Context: an optimization exercise on an open-source flow, tuned for small area, a short achievable clock period and few clock cycles per item. The choices shown serve that exercise and are no tape-out recipe.
RTL that was checked went through simulation tests only; none was proved equivalent to the original.

Setup of north:
Design sr_convert, start of the top module:
module sr_convert (
    input  wire        clk,
    input  wire        rst,
    input  wire        in_valid,
    output wire        in_ready,
    input  wire [31:0] in_value,
    input  wire [1:0]  in_fmt,       
    input  wire        in_rnd,       
    input  wire        in_sat,
    input  wire [63:0] in_seed,
    input  wire [63:0] in_step,
    input  wire [31:0] in_tensor,
    input  wire [7:0]  in_tag,
    input  wire [47:0] in_coord,
    output reg         out_valid,
    input  wire        out_ready,
    output reg  [15:0] out_code,
    output reg  [2:0]  out_flags     
);
clock: 25.0 ns
lec_check: 0
cap_margin: 20
core_margin: 2
core_utilization: 40
slew_margin: 20
standard.sh (not shown) runs the stock make flow with config.mk's settings and CLKGATE_MAP_FILE= SYNTH_SCRIPT=/design/flow/synth_recipe.tcl, a recipe that flattens the netlist after the stock synthesis.
==> flow/flow/run.sh <==
#!/bin/bash
# Layout flow: the standard flow (standard.sh), with timing repair asked to
# leave SETUP_MARGIN ns of setup slack at the design's own clock period, so that
# the layout is optimised for the period it reaches rather than only for the
# period it is checked at. The constraints (constraint.sdc) are not changed.
# Each tool's full output stays in orfs/logs/; make's output goes to flow.log.
set -euo pipefail
MARGIN=$(cat flow/setup_margin)
bash standard.sh SETUP_SLACK_MARGIN="$MARGIN" finish > flow.log 2>&1
==> flow/flow/setup_margin <==
17
north completed end to end with timing, DRC and antenna clean.
Testbench counts of north, summed over its fixed seeds: cycles 12,959, items 12,000.
> inputs changed (north -> south)
==> flow/flow/setup_margin <==
18
[summary]
- Cmp north and south / worst setup slack / higher: south
- Met3 layer wire length in the routed design in south vs north: up 18%
- Of north and south, the run reporting the lower post-layout minimum cycle time was south.
- south reports a higher final area than north does.
- Combined area of the multi-input logic cells went up by a few percent going from north to south.
- Measured against each other, north and south differ in biggest cell delay along the critical path, the lower figure coming from south.

sr_convert, a different RTL version from the one above (not shown whole).
Size: roughly 5,400 cells after synthesis, ~280 I/O pins, ~62,000 µm² of cells after synthesis.
export LEC_CHECK = 0
export CAP_MARGIN = 20
export CORE_MARGIN = 2
export CORE_UTILIZATION = 40
export SLEW_MARGIN = 20
create_clock -name core_clock -period 25.0 [get_ports {clk}]
run.sh (not shown) runs the stock make flow with config.mk's settings and CLKGATE_MAP_FILE= SYNTH_SCRIPT=/design/flow/synth_recipe.tcl, a recipe that flattens the netlist after the stock synthesis.
Stock flow here: none of the scripts above is used.
Testbench counts at the start, summed over its fixed seeds: cycles 12,893, items 12,000.
Change:
==> flow/flow/run.sh (new file) <==
#!/bin/bash
# Layout flow: the standard flow (standard.sh), with timing repair asked to
# leave SETUP_MARGIN ns of setup slack at the design's own clock period, so that
# the layout is optimised for the period it reaches rather than only for the
# period it is checked at. The constraints (constraint.sdc) are not changed.
# Each tool's full output stays in orfs/logs/; make's output goes to flow.log.
set -euo pipefail
MARGIN=$(cat flow/setup_margin)
bash standard.sh SETUP_SLACK_MARGIN="$MARGIN" finish > flow.log 2>&1
==> flow/flow/setup_margin (new file) <==
19
==> flow/standard.sh (new file) <==
#!/bin/bash
# synth_recipe.tcl (not shown) runs the flow's synth.tcl, then flattens the netlist and writes it again
# the make line also repeats each setting of config.mk as NAME=value (left out here)
make -C /OpenROAD-flow-scripts/flow DESIGN_CONFIG=/design/flow/config.mk WORK_HOME=/design/flow/orfs CLKGATE_MAP_FILE= SYNTH_SCRIPT=/design/flow/synth_recipe.tcl "${@:-finish}"
removed: flow/run.sh
The changed run passed the timing, DRC and antenna checks.
Setup slack gains 2.3 ns.
Die area is unchanged.
Design area grows by 16%.
Wire length climbs by 5.1%.

the baseline:
Another version of the RTL of sr_convert (not shown whole).
Size in the first run: ~280 I/O pins, roughly 61000 sq um of cells after synthesis.
clock: 25.0 ns
lec_check: 0
cap_margin: 20
core_margin: 2
core_utilization: 55
cts_cluster_diameter: 100
cts_cluster_size: 20
slew_margin: 20
standard.sh (not shown) runs the stock make flow with config.mk's settings and CLKGATE_MAP_FILE= SYNTH_SCRIPT=/design/flow/synth_recipe.tcl, a recipe that flattens the netlist after the stock synthesis.
==> flow/flow/run.sh <==
#!/bin/bash
# Layout flow: the standard flow (standard.sh) in two parts.
#  1. The standard synthesis, unchanged.
#  2. fa_invert.py: removes the inverters that Yosys's adder extraction leaves
#     around full adder cells, using FA(~a, ~b, ~c) = ~FA(a, b, c); registers
#     and all other cells stay as they are.
#  3. The rest of the standard flow, with timing repair asked to leave
#     SETUP_MARGIN ns (flow/setup_margin) of setup slack at the design's own
#     clock period, so that the layout is optimised for the period it reaches
#     rather than only for the period it is checked at. The constraints
#     (constraint.sdc) are not changed. Every port still gets a buffer, as
#     in the standard flow, but a plain buf_1 (which repair may resize) in
#     place of the delay cell the resizer picks by default.
# Each tool's full output stays in orfs/logs/; each step's output also goes to
# a log file of its own here.
set -euo pipefail
W=$(pwd)
MARGIN=$(cat flow/setup_margin)
RES="$W/orfs/results/$FLOW_PLATFORM/sr_convert/base"
bash standard.sh SETUP_SLACK_MARGIN="$MARGIN" "$RES/1_2_yosys.v" > synth.log 2>&1
cp "$RES/1_2_yosys.v" "$W/1_2_yosys_standard.v"
python3 flow/fa_invert.py "$RES/1_2_yosys.v" > fa_invert.log 2>&1
bash standard.sh SETUP_SLACK_MARGIN="$MARGIN" \
    "BUFFER_PORTS_ARGS=-buffer_cell sky130_fd_sc_hd__buf_1" finish > flow.log 2>&1
==> flow/flow/setup_margin <==
18
Other scripts of this flow, unchanged in this note and not shown: flow/flow/fa_invert.py
Modified inputs, the candidate compared to the baseline
==> flow/flow/setup_margin <==
17
[summary]
- Global-route wire length before repair, the baseline and the candidate: larger value in the baseline
- On global-route usage over all layers, the higher figure sits with the baseline, not the candidate.
- The candidate ends up with a pin count of the biggest net entering global routing that is 3 higher than in the baseline.
- The baseline closes out successfully: all stages finished, all timing, DRC and antenna checks passed.
- Looking at the reports, the candidate completed the entire flow and the layout it produced met the timing, DRC and antenna checks.
- The candidate ends up with a number of global-route vias before repair that is 3644 lower than in the baseline.
- Compare the baseline and the candidate | count of clock-buffer cells in the layout higher: the candidate
- Initial antenna violation count for the candidate is lower than for the baseline.
- Looking at final instance area, the candidate sits about 12% below the baseline.
No functional check of the RTL was part of any run of this note.

Setup of lane 1:
sr_convert, a different RTL version from the one above (not shown whole).
Size in the first run: about 5,100 cells after synthesis, about 280 I/O pins, about 63,000 um^2 of cells after synthesis.
clock: 25.0 ns
lec_check: 0
cap_margin: 20
core_margin: 2
core_utilization: 55
cts_cluster_diameter: 100
cts_cluster_size: 20
slew_margin: 20
==> flow/flow/setup_margin <==
17
Scripts as last shown in full above: flow/flow/run.sh
Other scripts of this flow, unchanged in this note and not shown: flow/flow/fa_invert.py
Changes in lane 2 relative to lane 1:
==> flow/flow/setup_margin <==
18
Notes after the runs:
Having completed the whole flow, lane 2 delivered a layout that passed the timing, DRC and antenna checks. Lane 2 against lane 1: final non-filler cell total moved up, number of sinks driven by the clock tree essentially unchanged. Lane 2 — number of gates resized after cts 547 higher, lane 1 as reference.
No run of this note included a check of the RTL's function; only the layout flow was run.

before:
Another version of the RTL of sr_convert (not shown whole).
Size: ~280 I/O pins, roughly 62000 µm² of cells after synthesis.
// sr_convert
module sr_convert (
    input  wire        clk,
    input  wire        rst,
    input  wire        in_valid,
    output wire        in_ready,
    input  wire [31:0] in_value,
    input  wire [1:0]  in_fmt,       
    input  wire        in_rnd,       
    input  wire        in_sat,
    input  wire [63:0] in_seed,
    input  wire [63:0] in_step,
    input  wire [31:0] in_tensor,
    input  wire [7:0]  in_tag,
    input  wire [47:0] in_coord,
    output reg         out_valid,
    input  wire        out_ready,
    output reg  [15:0] out_code,
    output reg  [2:0]  out_flags     
);
clock: 25.0 ns
lec_check: 0
cap_margin: 20
core_margin: 2
core_utilization: 55
cts_cluster_diameter: 100
cts_cluster_size: 20
slew_margin: 20
==> flow/flow/setup_margin <==
17
Scripts as last shown in full above: flow/flow/run.sh
Other scripts of this flow, unchanged in this note and not shown: flow/flow/fa_invert.py
before finished every stage and its layout cleared the timing, DRC and antenna checks.
Testbench counts of before, summed over its fixed seeds: cycles 12,708, items 12,000.
> inputs changed (before -> after)
==> flow/flow/setup_margin <==
18
Results
- after ended up with sky130_fd_sc_hd__nor4_2 as its standard cell with the maximum stage delay on the critical path; before ended up with sky130_fd_sc_hd__o21ai_1.
- Global-route wire length before repair: after vs before up 4.8%
- after vs. before: synthesized net count closely matched the old numbers, count of cell instances traversed by the critical path saw an increase, post-placement worst setup slack lost 0.016 ns.

## port drivers added, routing unchanged
In the flow no input, the clock included, has a driving cell. The finished layouts below were timed again as built, in two steps. Step 1 (the two cells are an assumption about what drives the block):
set clk [get_ports {clk}]
set_driving_cell -lib_cell sky130_fd_sc_hd__clkbuf_16 $clk
set_driving_cell -lib_cell sky130_fd_sc_hd__buf_2 [delete_from_list [all_inputs] $clk]
Step 2 also shifts input and output timing later by t, the mid clock arrival at the registers, as if the neighbouring blocks saw the same clock. a / b / c = ideal ports / drivers / drivers and shift; a / b = the first two.
| run | t, ns | setup WS [ns] | worst data-port slew with drivers (ns) |
|---|---|---|---|
| north | 0.774 | 17.106 / 17.106 / 16.756 | 0.11 |
| south | 0.764 | 17.707 / 17.707 / 17.338 | 0.10 |
| the first run of note 2 | 0.755 | 14.577 / 14.577 / 14.577 | 0.17 |
| the second run of note 2 | 0.773 | 16.868 / 16.868 / 16.868 | 0.19 |
| the baseline | 0.730 | 17.160 / 17.195 / 16.465 | 0.10 |
| the candidate | 0.753 | 17.047 / 17.107 / 16.354 | 0.13 |
| lane 1 | 0.726 | 17.007 / 17.058 / 16.334 | 0.14 |
| lane 2 | 0.736 | 17.141 / 17.172 / 16.436 | 0.11 |
| before | 0.720 | 17.007 / 17.063 / 16.343 | 0.12 |
| after | 0.711 | 17.101 / 17.133 / 16.422 | 0.16 |
After both steps setup and hold are still met in every run listed. For lane 2, which loses most, drivers alone change the setup slack by +0.031 ns; drivers and shift together by -0.705 ns.
